What follows belongs to an exercise in optimizing a design on an open flow for small area; a production flow would make more cautious choices. At most, simulation tests tie the RTL to the original design; equivalence was not proved. Power and IR drop assume default switching activity.

## north
Design vdx_istore_ecc, start of the top module:
module vdx_istore_ecc (
    input  wire          clk,
    input  wire          rst,
    input  wire          wr_valid,
    input  wire [79:0]   wr_data,
    output reg           enc_valid,
    output reg  [7:0]    enc_chk,
    input  wire [3:0]    rd_valid,
    input  wire [351:0]  rd_word,
    output reg  [3:0]    chk_valid,
    output wire [7:0]    chk_status,
    output wire [319:0]  chk_data,
    output wire [3:0]    wb_valid,
    output wire [31:0]   wb_chk,
    input  wire          cnt_clr,
    output reg  [15:0]   ce_cnt
);
Size in the first run: ~740 flip-flops, about 28000 um2 of cells after synthesis.
clock: 8.0 ns
lec_check: 0
cap_margin: 0
core_area: 2 2.72 498 109.52
die_area: 0 0 500 112
slew_margin: 0
synth_hierarchical: 1
synth_minimum_keep_size: 0
standard.sh (not shown) runs the stock make flow with config.mk's settings and CLKGATE_MAP_FILE= SYNTH_SCRIPT=/design/flow/synth_recipe.tcl, a recipe that flattens the netlist after the stock synthesis.
==> flow/flow/run.sh <==
#!/bin/bash
# The standard layout (the standard.sh, standard synthesis unchanged),
# with these changes:
#  - the port buffers that buffer_ports inserts on every input and output
#    are buf_1 instead of the default cell;
#  - clock tree synthesis uses larger sink clusters of clkbuf_8 and no
#    dummy loads.
set -euo pipefail
CTS="-sink_clustering_enable -repair_clock_nets -dont_use_dummy_load"
CTS="$CTS -buf_list {${CTS_BUFS:-sky130_fd_sc_hd__clkbuf_8}}"
CTS="$CTS -sink_clustering_size ${CTS_SIZE:-15} -sink_clustering_max_diameter ${CTS_DIAM:-50}"
bash standard.sh \
  "BUFFER_PORTS_ARGS=-buffer_cell sky130_fd_sc_hd__buf_1" \
  "CTS_ARGS=$CTS" \
  finish > standard.log 2>&1
Edits applied to the flow inputs when going from north to middle:
--- a/flow/design.v
+++ b/flow/design.v
@@ -35,28 +35,28 @@
     generate
         for (g = 0; g < 4; g = g + 1) begin : g_lane
             wire [87:0] w = s2_word[g*88 +: 88];
             wire [6:0]  s;
             wire        p;
             vdx_syn u_syn (.w(w), .s(s), .p(p));
             wire nz   = |s;
             wire big  = s[6] & (s[5] | (s[4] & s[3]));    
             wire [1:0] status = {(p ^ nz) | (p & big), nz};
             wire [7:0]  lo;
             wire [10:0] hi;
             for (k = 0; k < 8; k = k + 1) begin : g_lo
-                assign lo[k] = p & (s[2:0] == k);
+                assign lo[k] = (s[2:0] == k);
             end
             for (k = 0; k < 11; k = k + 1) begin : g_hi
-                assign hi[k] = (s[6:3] == k);
+                assign hi[k] = p & (s[6:3] == k);
             end
             wire [79:0] data;
             wire [7:0]  chk;
             vdx_fix u_fix0 (.d(w[0]), .h(hi[0]), .l(lo[3]), .y(data[0]));
             vdx_fix u_fix1 (.d(w[1]), .h(hi[0]), .l(lo[5]), .y(data[1]));
             vdx_fix u_fix2 (.d(w[2]), .h(hi[0]), .l(lo[6]), .y(data[2]));
             vdx_fix u_fix3 (.d(w[3]), .h(hi[0]), .l(lo[7]), .y(data[3]));
             vdx_fix u_fix4 (.d(w[4]), .h(hi[1]), .l(lo[1]), .y(data[4]));
             vdx_fix u_fix5 (.d(w[5]), .h(hi[1]), .l(lo[2]), .y(data[5]));
             vdx_fix u_fix6 (.d(w[6]), .h(hi[1]), .l(lo[3]), .y(data[6]));
             vdx_fix u_fix7 (.d(w[7]), .h(hi[1]), .l(lo[4]), .y(data[7]));
             vdx_fix u_fix8 (.d(w[8]), .h(hi[1]), .l(lo[5]), .y(data[8]));
@@ -142,36 +142,32 @@
             assign chk_status[g*2 +: 2] = status;
             assign chk_data[g*80 +: 80] = data;
             assign wb_chk[g*8 +: 8]     = chk;
             assign wb_valid[g]          = chk_valid[g] & (status[0] ^ status[1]);
         end
     endgenerate
     wire a0, a1, n0, b1, n1, n2;
     vdx_fa u_pc0 (.a(wb_valid[0]), .b(wb_valid[1]), .c(wb_valid[2]), .s(a0), .co(a1));
     vdx_ha u_pc1 (.a(a0), .b(wb_valid[3]), .s(n0), .co(b1));
     vdx_ha u_pc2 (.a(a1), .b(b1), .s(n1), .co(n2));
     wire [16:0] c;
     wire [15:0] sum;
-    wire [16:3] ones;      
     assign c[0] = 1'b0;
     vdx_ha u_s0 (.a(ce_cnt[0]), .b(n0), .s(sum[0]), .co(c[1]));
     vdx_fa u_s1 (.a(ce_cnt[1]), .b(n1), .c(c[1]), .s(sum[1]), .co(c[2]));
     vdx_fa u_s2 (.a(ce_cnt[2]), .b(n2), .c(c[2]), .s(sum[2]), .co(c[3]));
-    assign ones[3] = 1'b1;
     genvar i;
     generate
         for (i = 3; i < 16; i = i + 1) begin : g_inc
-            assign ones[i+1] = ones[i] & ce_cnt[i];
-            vdx_fix u_s (.d(ce_cnt[i]), .h(c[3]), .l(ones[i]), .y(sum[i]));
-            assign c[i+1] = c[3] & ones[i+1];
+            vdx_ha u_s (.a(ce_cnt[i]), .b(c[i]), .s(sum[i]), .co(c[i+1]));
         end
     endgenerate
     always @(posedge clk) begin
         if (rst || cnt_clr)
             ce_cnt <= 16'd0;
         else
             ce_cnt <= sum | {16{c[16]}};
     end
 endmodule
 module vdx_syn (
     input  wire [87:0] w,
     output wire [6:0]  s,
## What came out
Every run (middle and north) finished clean.
middle vs north, critical path class: flip-flop to flip-flop vs flip-flop to output port
[middle] non-clock buffer count rose 10 relative to north
The standard cells in middle occupy more silicon area than those in north do.
Between middle and north, the global router's overall resource usage does not differ in any meaningful way.
Relative to north, sequential cell area share has gone down in middle.
Compared with north, in middle final setup slack of the worst path fell by 0.74 ns; reported leakage power rose by about 1.7%.
Standard cell with the maximum stage delay on the critical path = nor2_1: north; standard cell with the maximum stage delay on the critical path = fa_1: middle
The RTL of middle was laid out without a check of its function.

## static timing again, ports no longer ideal
How much do the figures lean on ideal ports? The routed layouts below were timed once more, with nothing changed but the port constraints. Step 1 assumes that a clkbuf_16 drives the clock port and a buf_2 every other input. Step 2, shift: input delay + t, output delay - t, t = (earliest + latest rising clock arrival at the registers) / 2. This alone moves slack from input paths to output paths. Slacks: no drivers / after step 1 / after step 2; pairs: no drivers / after step 1.
run | t, ns | slack for setup (ns) | pins driven straight from the clock port
north | 0.732 | 1.219 / 1.147 / 1.611 | 1
middle | 0.725 | 0.483 / 0.483 / 0.483 | 1
After both steps setup and hold are still met in every run listed.
